This is an optimization exercise on Yosys and OpenROAD, whose aim is small area, a short achievable clock period and few clock cycles, not a production implementation.
Only simulation tests tie the RTL to the original design; equivalence was not proved.
Power and IR drop assume default switching activity.

==> try-delta: inputs <==
==> flow/design.v (excerpt) <==
module acd_axu (
    input  wire        clk,
    input  wire        rst,           
    input  wire        in_valid,
    output wire        in_ready,
    input  wire [31:0] in_insn,       
    input  wire [31:0] in_a,          
    input  wire [31:0] in_b,          
    output reg         out_valid,
    output reg         out_wr,        
    output reg         out_illegal,   
    output reg  [7:0]  out_flags,     
    output reg  [31:0] out_data       
);
==> flow/config.mk <==
export PLATFORM = sky130hd
export DESIGN_NAME = acd_axu
export DESIGN_NICKNAME = acd_axu
export VERILOG_FILES = /design/flow/design.v
export SDC_FILE = /design/flow/constraint.sdc
export NUM_CORES = 8
export LEC_CHECK = 0
export ABC_AREA = 1
export CAP_MARGIN = 30
export CORE_MARGIN = 2
export CORE_UTILIZATION = 70
export SETUP_SLACK_MARGIN = 5
export SLEW_MARGIN = 20
export TNS_END_PERCENT = 5
==> flow/constraint.sdc <==
create_clock -name core_clock -period 16.0 [get_ports {clk}]
set_input_delay 3.2000 -clock core_clock [delete_from_list [all_inputs] [get_ports {clk}]]
set_output_delay 3.2000 -clock core_clock [all_outputs]
set_load 0.01 [all_outputs]
standard.sh (not shown) runs the stock make flow with config.mk's settings and CLKGATE_MAP_FILE= SYNTH_SCRIPT=/design/flow/synth_recipe.tcl, a recipe that flattens the netlist after the stock synthesis.
==> flow/flow/run.sh <==
#!/bin/bash
set -euo pipefail
bash standard.sh synth > synth.log 2>&1
bash standard.sh SETUP_SLACK_MARGIN=11.5 finish > layout.log 2>&1
==> try-ember (differences from try-delta) <==
--- a/flow/design.v
+++ b/flow/design.v
@@ -90,10 +90,11 @@
     acd_clz32 u_lza (.v(i0_a), .lz(d_lza));
     acd_clz32 u_lzb (.v(i0_b), .lz(d_lzb));
     wire       d_dimm  = (d_lza > d_lzb);
     wire [5:0] d_ddiff = d_lzb - d_lza;
     reg  [95:0] acc0, acc1, acc2, acc3;
+    reg  [3:0]  ac_ovr, ac_ovs, ac_sgn;    
     reg  [63:0] d_acl;
     always @(*) begin
         case (i0_insn[21:20])
             2'd0: d_acl = acc0[63:0];
             2'd1: d_acl = acc1[63:0];
@@ -169,11 +170,11 @@
             end
             m_w     <= i0_insn[1:0];
             m_shamt <= d_shamt;
             m_shn   <= d_fn[6:0];
             m_icnt  <= d_icnt;
-            m_sqz   <= d_lzok ? d_lzac[6:1] : 6'd0;
+            m_sqz   <= !d_lzok ? 6'd0 : ac_ovr[i0_insn[21:20]] ? 6'd32 : d_lzac[6:1];
             m_s     <= mul_s;
             m_c     <= mul_c;
             m_a     <= i0_a;
             m_b     <= i0_b;
             m_psign <= (i0_a[31] ^ i0_b[31]) && d_anz && d_bnz;
@@ -185,11 +186,10 @@
         if (rst)
             m_v <= 1'b0;
         else if (m_free)
             m_v <= i0_v;
     end
-    reg [3:0] ac_ovr, ac_ovs, ac_sgn;
     wire [3:0] selc = m_aco & ~ac_ovr;
     wire [3:0] sels = m_aso & ~ac_ovr;
     wire ovc_hi = |(m_aco & ac_ovr & ac_ovs & ac_sgn);      
     wire ovc_lo = |(m_aco & ac_ovr & ac_ovs & ~ac_sgn);     
     wire ovs_hi = |(m_aso & ac_ovr & ac_ovs & ac_sgn);
@@ -412,13 +412,13 @@
     wire [DCW:0] n_cq_n = cq_n + (w_v ? 1'b1 : 1'b0) - (pop ? 1'b1 : 1'b0);
     wire [DDW:0] n_dq_n = dq_n + (w_dpush ? 1'b1 : 1'b0)
                                - ((pop && cq_head[5]) ? 1'b1 : 1'b0);
     wire [DCW:0] n_cq_used = n_cq_n + (x_go ? 1'b1 : 1'b0);
     wire [DDW:0] n_dq_used = n_dq_n + ((x_go && x_hd) ? 1'b1 : 1'b0);
-    wire go_short = (e_cnt <= 6'd3);
-    wire n_e0_free = go0 ? go_short : (!e0_busy || e0_fin || (e0_cnt <= 6'd6));
-    wire n_e1_free = go1 ? go_short : (!e1_busy || e1_fin || (e1_cnt <= 6'd6));
+    wire go_short = (e_cnt <= 6'd2);
+    wire n_e0_free = go0 ? go_short : (!e0_busy || e0_fin || (e0_cnt <= 6'd4));
+    wire n_e1_free = go1 ? go_short : (!e1_busy || e1_fin || (e1_cnt <= 6'd4));
     wire n_stall = (n_cq_used >= DC) || (n_hd && n_dq_used >= DD) ||
                    (n_iuc && !n_e0_free && !n_e1_free);
     always @(posedge clk) begin
         if (rst)
             rdy <= 1'b1;
@@ -462,29 +462,21 @@
     wire g1  = !d1[37];
     wire g2  = g1 ? !d2b[37] : !d2a[37];
     wire [37:0] d1n = dv ? {d1[36:0], x[62]} : {d1[35:0], x[61:60]};
     wire [37:0] r2  = g1 ? (g2 ? d2b : d1n) : (g2 ? d2a : u2);
     wire [37:0] r1  = g1 ? d1 : rp1;
-    wire [31:0] q2  = {q[29:0], g1, g2};
-    wire [37:0] rp3 = dv ? {r2[36:0], x[61]} : {r2[35:0], x[59:58]};
-    wire [37:0] t3  = dv ? {6'd0, b} : {4'd0, q2, 2'b01};
-    wire [37:0] d3  = rp3 - t3;
-    wire g3  = !d3[37];
-    wire [37:0] r3  = g3 ? d3 : rp3;
-    wire three = (cnt >= 6'd3);
-    wire two   = (cnt == 6'd2);
-    wire [33:0] r_n = three ? r3[33:0] : two ? r2[33:0] : r1[33:0];
-    wire [31:0] q_n = three ? {q[28:0], g1, g2, g3} : two ? q2 : {q[30:0], g1};
-    wire [63:0] x_n = three ? (dv ? {x[60:0], 3'b000} : {x[57:0], 6'd0})
-                            : (dv ? {x[61:0], 2'b00}  : {x[59:0], 4'd0});
-    assign fin = busy && (cnt <= 6'd3);
+    wire two = (cnt >= 6'd2);
+    wire [33:0] r_n = two ? r2[33:0] : r1[33:0];
+    wire [31:0] q_n = two ? {q[29:0], g1, g2} : {q[30:0], g1};
+    wire [63:0] x_n = dv ? {x[61:0], 2'b00} : {x[59:0], 4'd0};
+    assign fin = busy && (cnt <= 6'd2);
     wire [31:0] res_n = (cnt == 6'd0) ? 32'd0 : (dv && rm) ? r_n[31:0] : q_n;
     always @(posedge clk) begin
         r   <= start ? r_i : r_n;
         q   <= start ? 32'd0 : q_n;
         x   <= start ? x_i : x_n;
-        cnt <= start ? cnt_i : three ? cnt - 6'd3 : 6'd0;
+        cnt <= start ? cnt_i : two ? cnt - 6'd2 : 6'd0;
         res  <= res_n;
         slot <= eslot;
         if (start) begin
             dv    <= div_i;
             rm    <= rem_i;
==> flow/flow/run.sh (replaced) <==
#!/bin/bash
set -uo pipefail
bash standard.sh synth > synth.log 2>&1 || exit 1
for u in 52 45 38; do
    if bash standard.sh SETUP_SLACK_MARGIN=11 CORE_UTILIZATION=$u finish > layout_u$u.log 2>&1; then
        exit 0
    fi
    bash standard.sh clean_floorplan clean_place clean_cts clean_route clean_finish > clean_u$u.log 2>&1
done
exit 1
- CAP_MARGIN: 30 -> 50
- CORE_UTILIZATION: 70 -> 52
- SLEW_MARGIN: 20 -> 60
==> try-harbor (differences from try-delta) <==
--- a/flow/design.v
+++ b/flow/design.v
@@ -90,10 +90,11 @@
     acd_clz32 u_lza (.v(i0_a), .lz(d_lza));
     acd_clz32 u_lzb (.v(i0_b), .lz(d_lzb));
     wire       d_dimm  = (d_lza > d_lzb);
     wire [5:0] d_ddiff = d_lzb - d_lza;
     reg  [95:0] acc0, acc1, acc2, acc3;
+    reg  [3:0]  ac_ovr, ac_ovs, ac_sgn;    
     reg  [63:0] d_acl;
     always @(*) begin
         case (i0_insn[21:20])
             2'd0: d_acl = acc0[63:0];
             2'd1: d_acl = acc1[63:0];
@@ -169,11 +170,11 @@
             end
             m_w     <= i0_insn[1:0];
             m_shamt <= d_shamt;
             m_shn   <= d_fn[6:0];
             m_icnt  <= d_icnt;
-            m_sqz   <= d_lzok ? d_lzac[6:1] : 6'd0;
+            m_sqz   <= !d_lzok ? 6'd0 : ac_ovr[i0_insn[21:20]] ? 6'd32 : d_lzac[6:1];
             m_s     <= mul_s;
             m_c     <= mul_c;
             m_a     <= i0_a;
             m_b     <= i0_b;
             m_psign <= (i0_a[31] ^ i0_b[31]) && d_anz && d_bnz;
@@ -185,11 +186,10 @@
         if (rst)
             m_v <= 1'b0;
         else if (m_free)
             m_v <= i0_v;
     end
-    reg [3:0] ac_ovr, ac_ovs, ac_sgn;
     wire [3:0] selc = m_aco & ~ac_ovr;
     wire [3:0] sels = m_aso & ~ac_ovr;
     wire ovc_hi = |(m_aco & ac_ovr & ac_ovs & ac_sgn);      
     wire ovc_lo = |(m_aco & ac_ovr & ac_ovs & ~ac_sgn);     
     wire ovs_hi = |(m_aso & ac_ovr & ac_ovs & ac_sgn);
@@ -412,13 +412,13 @@
     wire [DCW:0] n_cq_n = cq_n + (w_v ? 1'b1 : 1'b0) - (pop ? 1'b1 : 1'b0);
     wire [DDW:0] n_dq_n = dq_n + (w_dpush ? 1'b1 : 1'b0)
                                - ((pop && cq_head[5]) ? 1'b1 : 1'b0);
     wire [DCW:0] n_cq_used = n_cq_n + (x_go ? 1'b1 : 1'b0);
     wire [DDW:0] n_dq_used = n_dq_n + ((x_go && x_hd) ? 1'b1 : 1'b0);
-    wire go_short = (e_cnt <= 6'd3);
-    wire n_e0_free = go0 ? go_short : (!e0_busy || e0_fin || (e0_cnt <= 6'd6));
-    wire n_e1_free = go1 ? go_short : (!e1_busy || e1_fin || (e1_cnt <= 6'd6));
+    wire go_short = (e_cnt <= 6'd2);
+    wire n_e0_free = go0 ? go_short : (!e0_busy || e0_fin || (e0_cnt <= 6'd4));
+    wire n_e1_free = go1 ? go_short : (!e1_busy || e1_fin || (e1_cnt <= 6'd4));
     wire n_stall = (n_cq_used >= DC) || (n_hd && n_dq_used >= DD) ||
                    (n_iuc && !n_e0_free && !n_e1_free);
     always @(posedge clk) begin
         if (rst)
             rdy <= 1'b1;
@@ -462,29 +462,21 @@
     wire g1  = !d1[37];
     wire g2  = g1 ? !d2b[37] : !d2a[37];
     wire [37:0] d1n = dv ? {d1[36:0], x[62]} : {d1[35:0], x[61:60]};
     wire [37:0] r2  = g1 ? (g2 ? d2b : d1n) : (g2 ? d2a : u2);
     wire [37:0] r1  = g1 ? d1 : rp1;
-    wire [31:0] q2  = {q[29:0], g1, g2};
-    wire [37:0] rp3 = dv ? {r2[36:0], x[61]} : {r2[35:0], x[59:58]};
-    wire [37:0] t3  = dv ? {6'd0, b} : {4'd0, q2, 2'b01};
-    wire [37:0] d3  = rp3 - t3;
-    wire g3  = !d3[37];
-    wire [37:0] r3  = g3 ? d3 : rp3;
-    wire three = (cnt >= 6'd3);
-    wire two   = (cnt == 6'd2);
-    wire [33:0] r_n = three ? r3[33:0] : two ? r2[33:0] : r1[33:0];
-    wire [31:0] q_n = three ? {q[28:0], g1, g2, g3} : two ? q2 : {q[30:0], g1};
-    wire [63:0] x_n = three ? (dv ? {x[60:0], 3'b000} : {x[57:0], 6'd0})
-                            : (dv ? {x[61:0], 2'b00}  : {x[59:0], 4'd0});
-    assign fin = busy && (cnt <= 6'd3);
+    wire two = (cnt >= 6'd2);
+    wire [33:0] r_n = two ? r2[33:0] : r1[33:0];
+    wire [31:0] q_n = two ? {q[29:0], g1, g2} : {q[30:0], g1};
+    wire [63:0] x_n = dv ? {x[61:0], 2'b00} : {x[59:0], 4'd0};
+    assign fin = busy && (cnt <= 6'd2);
     wire [31:0] res_n = (cnt == 6'd0) ? 32'd0 : (dv && rm) ? r_n[31:0] : q_n;
     always @(posedge clk) begin
         r   <= start ? r_i : r_n;
         q   <= start ? 32'd0 : q_n;
         x   <= start ? x_i : x_n;
-        cnt <= start ? cnt_i : three ? cnt - 6'd3 : 6'd0;
+        cnt <= start ? cnt_i : two ? cnt - 6'd2 : 6'd0;
         res  <= res_n;
         slot <= eslot;
         if (start) begin
             dv    <= div_i;
             rm    <= rem_i;
==> flow/flow/run.sh (replaced) <==
#!/bin/bash
set -uo pipefail
bash standard.sh synth > synth.log 2>&1 || exit 1
for u in 52 45 38; do
    if bash standard.sh SETUP_SLACK_MARGIN=10.5 CORE_UTILIZATION=$u finish > layout_u$u.log 2>&1; then
        exit 0
    fi
    bash standard.sh clean_floorplan clean_place clean_cts clean_route clean_finish > clean_u$u.log 2>&1
done
exit 1
- CORE_UTILIZATION: 70 -> 52
==> notes <==
try-ember finished clean. try-harbor passed the timing, design-rule and antenna checks. try-delta stopped in 5_1_grt, error GRT-0116.
In try-delta the synthesized cell count is larger than in try-harbor, by about 6%.
Sequential share of layout area: try-harbor is higher than try-ember (1.4 points).
Of try-harbor and try-ember, try-ember has the higher final area (gap about 5.3%, measured against try-ember).
In die area, try-ember and try-harbor do not differ.
Setup slack: try-harbor is lower than try-ember (0.44 ns).
In flip-flop and latch count, try-harbor and try-ember do not differ.
Against try-harbor, the via count of try-ember is larger by about 2.2%.
Clock skew: try-ember is higher than try-harbor (0.0052 ns).
Against try-harbor, the worst hold slack of try-ember is lower by 0.0088 ns.
Against try-ember, the register-to-register slack of try-harbor is lower by 0.44 ns.
Against try-harbor, the core utilization of try-ember is higher by 3.4 points.
==> figures <==
                                                                                             try-delta           try-harbor            try-ember
Run status                                                                   aborted with a tool error  no timing/DRC/antenna violations  no timing/DRC/antenna violations
Last stage reached                                                                             5_1_grt                    -                    -
Number of buffers and inverters on the critical path                                                 -                    5                   11
Detailed route wirelength on metal3                                                                  -            129700 um            134700 um
Highest cell delay on the worst timing path                                                          -              0.61 ns              0.59 ns
Effective utilization at floorplan                                                              70.60%               52.24%               52.24%
Startpoint of the lowest-slack register-to-register path                                             -               m_sqrt             m_aco[0]
Tap cell count                                                                                       -                 3589                 3589
Die outline width                                                                             467.0 um             528.1 um             528.1 um
Number of inserted filler cells in the final layout                                                  -                25260                23770
Share of synthesized cell area in full adder, half adder and majority cells                     12.47%               12.46%               12.46%
Post-synthesis simple-gate area fraction                                                        22.49%               23.97%               23.97%
Routed wirelength normalized by instance count                                                       -             34.11 um             34.57 um
Top contributor to total power                                                                       -  combinational logic  combinational logic
Number of diodes                                                                                     -                  133                  133
Multi-input gate count                                                                               -                14370                14370
Total Neg Setup Slack                                                                                -                 0 ns                 0 ns
Endpoint of the worst setup timing path                                                              -             acc2[40]              acc1[1]
Worst relative slew slack                                                                            -               17.52%               30.80%
Post-layout power                                                                                    -             32.45 mW             34.47 mW
Critical register-to-register path endpoint                                                          -             acc2[40]              acc1[1]
Final sequential cell count                                                                          -                 1634                 1634
Max cap viols                                                                                        -                    0                    0
Power density cells                                                                                  -        198.8 nW/um^2        199.9 nW/um^2
Testbench counts of try-delta, summed over its fixed seeds: cycles 12,524.
Testbench counts of try-ember, summed over its fixed seeds: cycles 13,439.
Testbench counts of try-harbor, summed over its fixed seeds: cycles 13,439.

-- static timing again, ports no longer ideal --
The flow's constraints put no driver on any port. The routed layouts listed below were extracted and timed again, unchanged, in two steps.
Step 1 (the two cells are an assumption about what drives the block):
set clk [get_ports {clk}]
set_driving_cell -lib_cell sky130_fd_sc_hd__clkbuf_16 $clk
set_driving_cell -lib_cell sky130_fd_sc_hd__buf_2 [delete_from_list [all_inputs] $clk]
Step 2 moves the port delays by t, midway between the first and last clock arrival at a register: inputs arrive t later, outputs are due t later. That takes back most of the time a late clock gives input paths.
Slacks: ideal / step 1 / step 2; pairs: ideal / step 1.
run	t (ns)	setup WS [ns]	hold slack, ns	worst slew at a driven data input, ns
try-ember	1.036	10.365 / 10.365 / 10.365	0.331 / 0.331 / 0.331	0.10
try-harbor	1.054	9.925 / 9.925 / 9.925	0.339 / 0.339 / 0.339	0.12
After both steps setup and hold are still met in every run listed.
